This is an optimization exercise on Yosys and OpenROAD, whose aim is small area, a short achievable clock period and few clock cycles, not a production implementation. No run shown here included a check of the RTL's function; only the layout flow was run. No activity file was given, so power comes from the tool's default toggle rates.

File: design/flow/config.mk
export PLATFORM = sky130hd
export DESIGN_NAME = uc32_alu
export DESIGN_NICKNAME = uc32_alu
export VERILOG_FILES = /design/flow/design.v
export SDC_FILE = /design/flow/constraint.sdc
export NUM_CORES = 4
export LEC_CHECK = 0
export CAP_MARGIN = 20
export CORE_MARGIN = 2
export CORE_UTILIZATION = 40
export PLACE_DENSITY = 0.6
export SLEW_MARGIN = 20
File: design/flow/constraint.sdc
create_clock -name core_clock -period 8.0 [get_ports {clk}]
set_input_delay 1.6000 -clock core_clock [delete_from_list [all_inputs] [get_ports {clk}]]
set_output_delay 1.6000 -clock core_clock [all_outputs]
set_load 0.01 [all_outputs]
File: design/flow/design.v
`timescale 1ns/1ps
module uc32_alu (
    input  wire        clk,
    input  wire        rst,           
    input  wire        in_valid,
    output wire        in_ready,
    input  wire [10:0] in_fn,
    input  wire [31:0] in_a,
    input  wire [31:0] in_b,
    output reg         out_valid,
    output reg  [31:0] out_result,
    output reg         out_illegal
);
    localparam [1:0] C_SIMPLE = 2'd0;
    localparam [1:0] C_MUL    = 2'd1;
    localparam [1:0] C_DIV    = 2'd2;
    localparam [1:0] C_ILL    = 2'd3;
    localparam [1:0] P_EXEC  = 2'd0;    
    localparam [1:0] P_STEP  = 2'd1;    
    localparam [1:0] P_FINAL = 2'd2;    
    reg  [1:0] in_cls;
    always @(*) begin
        in_cls = C_ILL;
        if (in_fn[10:5] == 6'd0) begin
            if (in_fn[4] == 1'b0) begin
                if (in_fn[3:0] <= 4'd9) in_cls = C_SIMPLE;
            end else if (in_fn[3] == 1'b0) begin
                if (in_fn[2] == 1'b1)       in_cls = C_DIV;
                else if (in_fn[1:0] != 2'd3) in_cls = C_MUL;
            end
        end
    end
    function automatic [4:0] sigbits(input [31:0] x);
        reg [30:0] y;
        integer i;
        begin
            y = x[30:0] ^ {31{x[31]}};
            sigbits = 5'd0;
            for (i = 0; i < 31; i = i + 1)
                if (y[i]) sigbits = i[4:0] + 5'd1;
        end
    endfunction
    reg         v;            
    reg  [1:0]  cls;
    reg  [4:0]  op;           
    reg  [1:0]  ph;
    reg  [31:0] A;            
    reg  [33:0] B;            
    reg  [4:0]  cA, cB;
    reg         bz;           
    reg  [32:0] acc;          
    reg         mprev;        
    reg         last17;       
    reg         dneg;         
    reg         negr;         
    reg  [5:0]  cnt;          
    reg  [5:0]  sh;           
    wire done_now = v && (((ph == P_EXEC) && (cls == C_SIMPLE || cls == C_ILL)) ||
                          (ph == P_FINAL));
    assign in_ready = !v || done_now;
    wire fire = in_valid && in_ready;
    wire        sub_op = (op[3:0] != 4'd0);
    wire        cmp_sg = (op[3:0] == 4'd8);
    wire [32:0] as_x   = {cmp_sg & A[31], A};
    wire [32:0] as_y   = {cmp_sg & B[31], B[31:0]} ^ {33{sub_op}};
    wire [33:0] as_t   = {as_x, 1'b1} + {as_y, sub_op};
    wire [32:0] as_s   = as_t[33:1];
    reg  [31:0] simple_res;
    always @(*) begin
        case (op[3:0])
            4'd0, 4'd1: simple_res = as_s[31:0];
            4'd2:       simple_res = A & B[31:0];
            4'd3:       simple_res = A | B[31:0];
            4'd4:       simple_res = A ^ B[31:0];
            4'd5, 4'd6, 4'd7: simple_res = fun[31:0];
            default:    simple_res = {31'd0, as_s[32]};
        endcase
    end
    wire mul_sg  = (op[1:0] != 2'd2);           
    wire div_sg  = !op[0];                      
    wire is_rem  = op[1];
    reg  [34:0] xin;
    reg         use_a;        
    reg         a_sx;         
    reg  [2:0]  dig;          
    reg         cin_x;        
    always @(*) begin
        xin   = {{2{acc[32]}}, acc};
        use_a = 1'b0;
        a_sx  = 1'b0;
        dig   = 3'b000;
        cin_x = 1'b0;
        if (cls == C_MUL) begin
            case ({last17 ? 2'b00 : A[1:0], mprev})
                3'b001, 3'b010: dig = 3'b001;
                3'b011:         dig = 3'b010;
                3'b100:         dig = 3'b110;
                3'b101, 3'b110: dig = 3'b101;
                default:        dig = 3'b000;
            endcase
        end else begin
            case (ph)
                P_EXEC: begin             
                    xin   = 35'd0;
                    use_a = 1'b1;
                    a_sx  = div_sg;
                    dig   = (div_sg && A[31]) ? 3'b101 : 3'b001;
                end
                P_STEP: begin             
                    dig   = dneg ? 3'b001 : 3'b101;
                end
                default: begin            
                    if (is_rem) begin
                        xin   = {2'b00, acc} ^ {35{negr}};
                        cin_x = negr;
                    end else begin
                        xin   = 35'd0;
                        use_a = 1'b1;
                        dig   = negr ? 3'b101 : 3'b001;
                    end
                end
            endcase
        end
    end
    wire [33:0] msel = use_a ? {{2{a_sx & A[31]}}, A} : B;
    wire [34:0] mmul = dig[1] ? {msel, 1'b0} : (dig[0] ? {msel[33], msel} : 35'd0);
    wire [34:0] pp   = mmul ^ {35{dig[2]}};
    wire [35:0] sumt = {xin, 1'b1} + {pp, dig[2] | cin_x};
    wire [34:0] sum  = sumt[35:1];
    wire [4:0] ndA = (!mul_sg && A[31])    ? 5'd17 : ({1'b0, cA} + 6'd2) >> 1;
    wire [4:0] ndB = (!mul_sg && B[31])    ? 5'd17 : ({1'b0, cB} + 6'd2) >> 1;
    wire       mA  = ndA < ndB;             
    wire [4:0] nk  = mA ? ndA : ndB;        
    wire [31:0] mcand = mA ? B[31:0] : A;
    wire [31:0] mplr  = mA ? A : B[31:0];
    wire [31:0] prod = fun[31:0];
    wire       dnA  = div_sg && A[31];
    wire       dnB  = div_sg && B[31];
    wire [5:0] nA   = (!div_sg && A[31]) ? 6'd32 : ({1'b0, cA} + {5'd0, dnA});
    wire [5:0] nB   = (!div_sg && B[31]) ? 6'd32 : {1'b0, cB};
    wire [5:0] ds   = (bz || nA < nB) ? 6'd0 : (nA - nB);
    wire [33:0] bext = {{2{dnB}}, B[31:0]};
    wire [33:0] dsh  = fun;
    reg  [65:0] fx;
    reg  [5:0]  fs;
    always @(*) begin
        fx = 66'd0;
        fs = 6'd0;
        case (cls)
            C_MUL: begin
                fs = sh;
                if (op[1:0] == 2'd0) fx = {acc[31:0], A, 2'b00};
                else                 fx = {{32{acc[32]}}, acc[31:0], A[31:30]};
            end
            C_DIV: begin
                fs = 6'd32 - ds;
                fx = {bext, 32'd0};
            end
            default: begin
                case (op[1:0])
                    2'd1:    begin fs = {1'b0, ~B[4:0]}; fx = {3'd0, A, 31'd0}; end
                    2'd2:    begin fs = {1'b0, B[4:0]};  fx = {34'd0, A}; end
                    default: begin fs = {1'b0, B[4:0]};  fx = {{34{A[31]}}, A}; end
                endcase
            end
        endcase
    end
    wire [65:0] fsh = fx >> fs;
    wire [33:0] fun = fsh[33:0];
    always @(posedge clk) begin
        out_valid <= 1'b0;
        if (rst) begin
            v <= 1'b0;
        end else begin
            if (done_now) begin
                out_valid   <= 1'b1;
                out_illegal <= (cls == C_ILL);
                case (cls)
                    C_SIMPLE: out_result <= simple_res;
                    C_MUL:    out_result <= prod;
                    C_DIV:    out_result <= (bz && !is_rem) ? 32'hFFFF_FFFF : sum[31:0];
                    default:  out_result <= 32'd0;
                endcase
            end
            if (fire) begin
                v   <= 1'b1;
                cls <= in_cls;
                op  <= in_fn[4:0];
                ph  <= P_EXEC;
                A   <= in_a;
                B   <= {2'b00, in_b};
                cA  <= sigbits(in_a);
                cB  <= sigbits(in_b);
                bz  <= (in_b == 32'd0);
            end else if (done_now) begin
                v <= 1'b0;
            end else if (v) begin
                case (ph)
                    P_EXEC: begin
                        ph <= P_STEP;
                        if (cls == C_MUL) begin
                            A     <= mplr;
                            B     <= {{2{mul_sg & mcand[31]}}, mcand};
                            last17 <= 1'b0;
                            mprev <= 1'b0;
                            acc   <= 33'd0;
                            cnt   <= {1'b0, nk} - 6'd1;
                            sh    <= 6'd34 - {nk, 1'b0};
                        end else begin
                            acc  <= sum[32:0];
                            A    <= 32'd0;
                            B    <= dsh;
                            dneg <= dnB;
                            negr <= is_rem ? dnA : (dnA ^ dnB);
                            cnt  <= ds;
                        end
                    end
                    P_STEP: begin
                        if (cnt == 6'd0) ph <= P_FINAL;
                        cnt <= cnt - 6'd1;
                        if (cls == C_MUL) begin
                            last17 <= (cnt == 6'd1) && (sh == 6'd0);
                            acc   <= sum[34:2];
                            A     <= {sum[1:0], A[31:2]};    
                            mprev <= A[1];
                        end else begin
                            if (!sum[34]) acc <= sum[32:0];
                            A <= {A[30:0], !sum[34]};
                            B <= {B[33], B[33:1]};
                        end
                    end
                    default: ;
                endcase
            end
        end
    end
endmodule
File: design/flow/run.sh
#!/bin/bash
# synth_recipe.tcl (not shown) runs the flow's synth.tcl, then flattens the netlist and writes it again
# the make line also repeats each setting of config.mk as NAME=value (left out here)
make -C /OpenROAD-flow-scripts/flow DESIGN_CONFIG=/design/flow/config.mk WORK_HOME=/design/flow/orfs CLKGATE_MAP_FILE= SYNTH_SCRIPT=/design/flow/synth_recipe.tcl finish
==> impl_metrics.csv, run 1 <==
group,metric,value,unit
job,max-cap-violations,0,
synth,ys_ff_latch,168,
floorplanning,core_area,56500,um2
final_layout,register_area,5025,um2
synth,synth_area_leader_cell,"edfxtp_1",
global_route,track_usage,38.34,%
sta,tightest_slew,1.156,ns
global_route,grt_max_degree,72,
synth,ys.flop_type,"edfxtp_1",
clock_tree,clock_latency,0.52,ns
floorplanning,initial_core_util,40.52,%
clock_tree,hold_buffers,0,
floorplanning,dieArea,59170,um2
synth,syn_avg_cell_area,7.433,um2
floorplanning,die_h,243.2,um
placement,place_hpwl,90.91,mm
sta,period_share,90.50,%
global_route,use_met1,49.66,%
synth,synth_cell_types,90,
power,irDropWorstVdd,210.3,uV
clock_tree,htreeDepth,4,
floorplanning,die_w,243.2,um
floorplanning,io_pins,113,
worst_hold_path,hold_path.class,"flop to flop",
sta,fin_hold_ws,0.5963,ns
placement,gp_congestion,1.038,
global_route,globalRouteMet2Util,58.01,%
power,finalPower,4402,uW
global_route,top_usage_layer,"met2",
clock_tree,cts_resized,0,
synth,synthTopCellsByArea,"edfxtp_1, ha_1, a21oi_1",
sta,fin_tns_setup,0,ns
synth,syn_area,22890,um2
global_route,grt_pass1_wl,165.5,mm
synth,synth_edf_count,166,
power,p_leak,0.01008,uW
setup_path,end_kind,"flop",
clock_tree,clockBufferDepth,2,
clock_tree,cts_setup_buffers,0,
global_route,antenna_found_initial,6,
sta,min_period,7.240,ns
floorplanning,core.rowCount,87,
run_status,status,"finished clean",
detailed_routing,firstDrtPassIters,7,
synth,synth_nets,3320,
clock_tree,tritoncts,"built",
setup_path,cp_max_fo,41,
sta,hold_violations,0,
sta,skew,0.01668,ns
sta,fin_ws,0.7602,ns
synth,synth_async_sr_flop_share,0,%
synth,yosys_warnings,1,
detailed_routing,drt-total-wl,116.9,mm
sta,slew_violations,0,
setup_path,worstPathRequired,8.25,ns
placement,place_ws,0.9957,ns
synth,synth_top_area_share,21.77,%
detailed_routing,initialDrtViolationCount,3444,
sta,max_slew_margin,21.99,%
detailed_routing,drcViolationCount,0,
synth,synthCells,3080,
sta,setup_viol,0,
global_route,grt_pass1_vias,23552,
placement,port_buffers,112,
detailed_routing,vias,25570,
global_route,met3_usage,9.166,%
clock_tree,cts_root_buffer,"clkbuf_16",
final_layout,fin_nets,3329,
final_layout,drive_gt1_share,7.481,%
setup_path,critPathLaunchType,"flop",
setup_path,crit_type,"flop to flop",
final_layout,nFillCells,5741,
sta,rsz0062_at_grt,"false",
clock_tree,clkSinkCount,168,
synth,ys_seq_area_share,21.95,%
clock_tree,cts_buffers,17,
power,power_density,171.7,nW/um2
final_layout,multi_input_area,16580,um2
final_layout,area_growth,11.96,%
detailed_routing,wl_per_cell,30.27,um
clock_tree,clkTransAtPathRegs,0.07,ns
setup_path,cp.arrival,7.49,ns
final_layout,finish.utilization,45.37,%
global_route,grt.overflow.total,0,
detailed_routing,final_antenna_net_count,0,
sta,fmax,138.1,MHz
detailed_routing,viasPerCell,6.621,
## power by group
part           internal, uW  switching [uW]  total [uW]
clock                   432             435         867
combinational           804            1600        2400
sequential             1050            77.3        1130
## Yosys cell counts, types with 6 or more instances
cell	count
nand2_1	382
a21oi_1	357
nor2_1	312
o21ai_0	212
mux2i_1	167
edfxtp_1	166
clkbuf_1	164
ha_1	160
inv_1	131
xnor2_1	117
o22ai_1	90
nand3_1	80
a21o_1	54
xor2_1	41
a31oi_1	37
buf_1	36
mux2_2	36
a22oi_1	35
nor3_1	31
a32oi_1	29
a211oi_1	28
buf_2	27
o211ai_1	27
o21a_1	27
nand2b_1	23
o221ai_1	23
a221oi_1	22
or3_1	22
o21bai_1	20
nor2b_1	19
and3_1	17
a21boi_0	11
a32o_1	9
and2_1	9
nor3b_1	8
o31ai_1	8
a311oi_1	7
nor4_1	7
a2111oi_0	6
a31o_2	6
nand4_1	6
or2_2	6
## metrics by stage
stage               instances  cell area, um2
detailed placement       3824           25020
global placement         3824           25010
finish                   3862           25630
CTS                      3855           25590
floorplan                3080           22890
global route             3857           25620
## sequential cells by signal (all words and copies together) (netlist names), 2 cells and up
| register | flops |
|---|---|
| cB | 5 |
| out_result | 32 |
| ph | 2 |
| op | 4 |
| acc | 33 |
| B | 34 |
| cls | 2 |
| sh | 5 |
| A | 32 |
| cA | 5 |
| cnt | 6 |
## worst max-delay path, stage by stage (launching register included)
cell       delay (ns)
edfxtp_1         0.56
nor2_1           0.12
ha_1             0.22
ha_1             0.21
xnor2_1          0.13
a21oi_1          0.14
ha_1             0.27
nor2b_1          0.14
o21ai_1          0.18
a21boi_2         0.09
o21ai_2          0.38
a21oi_1          0.24
nand2b_1         0.16
ha_1             0.20
nand3_1          0.12
a2111oi_4        0.47
a211o_2          0.79
mux2i_1          0.33
o221ai_1         0.17
mux2_2           0.35
mux2i_1          0.55
nand2_1          0.11
a31oi_1          0.68
o21a_1           0.28
nor2_1           0.06
## path summary, 6_finish.rpt
check	slack [ns]	end	start	cells past startpoint
hold / removal	0.60	B[32]$_SDFFCE_PP0P_	B[33]$_SDFFCE_PP0P_	1
setup reg to reg	0.76	out_result[5]$_DFFE_PP_	op[0]$_DFFE_PP_	24
hold reg to reg	0.60	B[32]$_SDFFCE_PP0P_	B[33]$_SDFFCE_PP0P_	1
setup / recovery	0.76	out_result[5]$_DFFE_PP_	op[0]$_DFFE_PP_	24
## routing by layer
metal  routed length, um  share of wire, %
met5                  10            0.0086
met3               12920                11
met2               50550                43
met1               46230                40
met4                7213               6.2
## cells in the final DEF (no fill, tap or decap), types with 112 or more instances in the layout
cell type / n
ha_1: 158
nor2_1: 310
a21oi_1: 353
inv_1: 131
clkdlybuf4s50_1: 112
mux2i_1: 167
edfxtp_1: 166
o21ai_0: 211
xnor2_1: 117
nand2_1: 380
## layout make-up
class	count	share of cell area (%)
Inverter	132	1.933
Tap cell	756	3.690
Antenna cell	5	0.04881
Multi-Input combinational cell	2546	64.68
Clock buffer	17	1.660
Timing Repair Buffer	224	7.820
Sequential cell	168	19.60
Clock inverter	14	0.5711
## cell families (layout without fill, tap and decap cells)
logic type	after synthesis	after routing	synth area share [%]
other cells	0	5	0
compound gates	1076	1076	29.68
simple gates	945	945	17.88
mux	205	205	9.269
buf+inv	366	387	6.268
xor+xnor	158	158	6.044
flops	168	168	21.95
fa+ha+maj	162	162	8.919
==> inputs of run 2 (changes only) <==
--- a/design/flow/config.mk
+++ b/design/flow/config.mk
@@ -9,4 +9,5 @@
 export CORE_MARGIN = 2
 export CORE_UTILIZATION = 40
 export PLACE_DENSITY = 0.6
+export SETUP_SLACK_MARGIN = 4.5
 export SLEW_MARGIN = 20
==> impl_metrics.csv, run 2 <==
group,metric,value,unit
synth,ys_ff_latch,168,
clock_tree,cts_root_buffer,"clkbuf_16",
synth,synth_compound_area_share,29.68,%
synth,synth_area_leader_cell,"edfxtp_1",
clock_tree,clkTransAtPathRegs,0.08,ns
detailed_routing,drcViolationCount,0,
synth,synthTopCellsByArea,"edfxtp_1, ha_1, a21oi_1",
final_layout,finish.utilization,55.72,%
detailed_routing,viasPerCell,6.760,
sta,slew_violations,0,
global_route,antenna_found_initial,6,
sta,period_share,68.42,%
power,power_density,170.1,nW/um2
final_layout,drive_gt1_share,27.53,%
final_layout,layout_commonest_cell,"nand2_1",
setup_path,rr_startpoint,"op[0]$_DFFE_PP_",
sta,max_slew_margin,23.79,%
synth,synth-simple-area-share,17.88,%
clock_tree,htreeDepth,4,
synth,syn_avg_cell_area,7.433,um2
setup_path,crit_path_start,"op[0]$_DFFE_PP_",
detailed_routing,initialDrtViolationCount,3975,
worst_hold_path,hold_path.class,"flop to flop",
global_route,grt.overflow.total,0,
clock_tree,clkSinkCount,168,
sta,fin_tns_setup,0,ns
sta,skew,0.03045,ns
global_route,grt_max_degree,85,
final_layout,largest_reg_flops,34,
job,max-cap-violations,0,
final_layout,fin_nets,3587,
final_layout,nFillCells,5195,
setup_path,crit_type,"flop to flop",
detailed_routing,wl_per_cell,31.25,um
synth,ys_seq_area_share,21.95,%
sta,rsz0062_at_grt,"true",
setup_path,critical_path.max_stage_delay,0.50,ns
clock_tree,cts_buffers,17,
final_layout,largest-register,"B",
synth,syn_area,22890,um2
setup_path,worstPathRequired,8.33,ns
floorplanning,die_h,243.2,um
sta,tightest_slew,1.139,ns
clock_tree,clock_latency,0.53,ns
synth,synth_nets,3320,
synth,synth_cell_types,90,
clock_tree,clockBufferDepth,2,
global_route,grt_pass1_vias,25971,
clock_tree,tritoncts,"built",
final_layout,area_growth,37.50,%
power,irDropWorstVdd,195.8,uV
synth,synth_xor_xnor_area_share,6.044,%
detailed_routing,firstDrtPassIters,8,
final_layout,layout_common_cells,"nand2_1, nor2_1, a21oi_1, buf_4, edfxtp_1",
sta,fmax,182.7,MHz
floorplanning,core.rowCount,87,
synth,synthMuxAreaShare,9.269,%
worst_hold_path,hold_path.startpoint,"v$_SDFFE_PP0P_",
sta,min_period,5.474,ns
floorplanning,dieArea,59170,um2
floorplanning,initial_core_util,40.52,%
synth,yosys_warnings,1,
synth,synthTopCellsByCount,"nand2_1, a21oi_1, nor2_1",
global_route,grt_pass1_wl,180.0,mm
synth,synth_top_family_by_area,"compound AO/OA/AOI/OAI gates",
synth,synth.most_common_cell,"nand2_1",
detailed_routing,vias,27878,
synth,synth_async_sr_flop_share,0,%
synth,synth_edf_count,166,
detailed_routing,drt-total-wl,128.9,mm
sta,hold_violations,0,
run_status,status,"finished clean",
power,p_leak,0.01225,uW
setup_path,cp.arrival,5.80,ns
setup_path,end_kind,"flop",
setup_path,slowest_stage,"edfxtp_1",
floorplanning,io_pins,113,
sta,setup_viol,0,
floorplanning,die_w,243.2,um
setup_path,cp_max_fo,6,
synth,synthAdderAreaFrac,8.919,%
synth,synthCells,3080,
placement,place_hpwl,86.94,mm
detailed_routing,final_antenna_net_count,0,
floorplanning,core_area,56500,um2
synth,ys.flop_type,"edfxtp_1",
setup_path,critPathLaunchType,"flop",
placement,port_buffers,112,
global_route,track_usage,41.55,%
placement,gp_congestion,1.048,
final_layout,reg.largest.list,"B (34), acc (33)",
synth,synth_top_area_share,21.77,%
==> run 2: cell types whose count changed in the layout (fill, tap and decap cells not counted), sizes merged, moves of 6 or more <==
cell           delta
buf             +241
bufbuf            +6
clkbuf            +6
clkdlybuf4s50    -26
dlygate4sd2       +6
==> run 2: power breakdown <==
part | internal [uW] | switching [uW]
clock network | 453 | 478
logic | 1320 | 1950
registers | 1050 | 97.3
total | 2830 | 2530
==> run 2: path summary, 6_finish.rpt <==
| path | endpoint | slack (ns) | cells after the start |
|---|---|---|---|
| worst max register to register | B[0]$_DFFE_PP_ | 2.53 | 29 |
| worst max-delay path | B[0]$_DFFE_PP_ | 2.53 | 29 |
| worst min register to register | out_valid$_SDFF_PP0_ | 0.58 | 1 |
| worst min-delay path | out_valid$_SDFF_PP0_ | 0.58 | 1 |
==> run 2: final cells by class <==
cell class / count / area (um2) / share of cell area, %
flip-flops and latches: 168 / 5025 / 15.96
inverters: 132 / 538.0 / 1.709
diodes: 8 / 20.02 / 0.06359
repair buffers: 463 / 4626 / 14.69
clock buffers: 17 / 425.4 / 1.351
clock inverters: 15 / 200.2 / 0.6359
repair inverters: 3 / 21.27 / 0.06757
multi-input cells: 2562 / 19680 / 62.51
well taps: 756 / 945.9 / 3.005
==> run 2: what timing repair did <==
item                                    4_1_cts  5_1_grt
endpoints found under the setup margin      257      214
buffers inserted                            191       58
gates cloned                                 25        7
hold buffers                                  0        0
resized for setup                           550      220
pin swaps                                   167      143
==> run 2: metal layers <==
layer | vias up | part of all wire (%) | GRT usage [%]
li1 | 11893 | - | -
met3 | 558 | 13 | 13.46
met5 | - | 0.091 | 0
met4 | 8 | 8.9 | 30.98
met1 | 13315 | 37 | 51.77
met2 | 2104 | 41 | 59.55
==> run 2: per-stage QoR <==
step	instance area [um2]	hold slack, ns	setup slack [ns]	cells	total power, uW
2_1_floorplan	23480	0.4849	3.027	3080	2617
3_3_place_gp	25100	0.5083	1.250	3801	3391
3_5_place_dp	25100	0.5125	1.222	3801	3405
4_1_cts	29860	0.5771	2.721	4049	4923
5_1_grt	31460	0.5866	2.381	4117	5485
6_report	31480	0.5773	2.526	4124	5355
==> run 2: kinds of logic after synthesis <==
family	Yosys count
DFF	168
xor gates and xnor gates	158
AOI/OAI and AO/OA	1076
adders and majority gates	162
muxes	205
and+or+nand+nor	945
buffers and inverters	366
==> run 2: worst max-delay path: cells and delay by family (launching register included) <==
family          cells  cell delay, ns
buf+inv             4            0.54
flops               1            0.50
fa+ha+maj           4            1.05
simple gates        7            0.74
mux                 3            0.58
compound gates     11            1.84

==> static timing again, ports no longer ideal <==
No port has a modelled driver above. Below, the same layouts with a new extraction and two added sets of constraints.
Step 1 (the two cells are an assumption about what drives the block):
set clk [get_ports {clk}]
set_driving_cell -lib_cell sky130_fd_sc_hd__clkbuf_16 $clk
set_driving_cell -lib_cell sky130_fd_sc_hd__buf_2 [delete_from_list [all_inputs] $clk]
Step 2 times the ports against the registers' clock, not the clock port: input delays grow and output delays shrink by t, the midpoint of the rising clock arrivals with the driver on.
Slacks: ideal ports / drivers / drivers and shift; pairs: ideal ports / drivers.
| run | shift t [ns] | setup WS [ns] | hold WS [ns] |
|---|---|---|---|
| run 1 | 0.577 | 0.760 / 0.760 / 0.760 | 0.596 / 0.596 / 0.596 |
| run 2 | 0.577 | 2.526 / 2.526 / 2.526 | 0.577 / 0.577 / 0.577 |
After both steps every run listed still meets setup and hold.
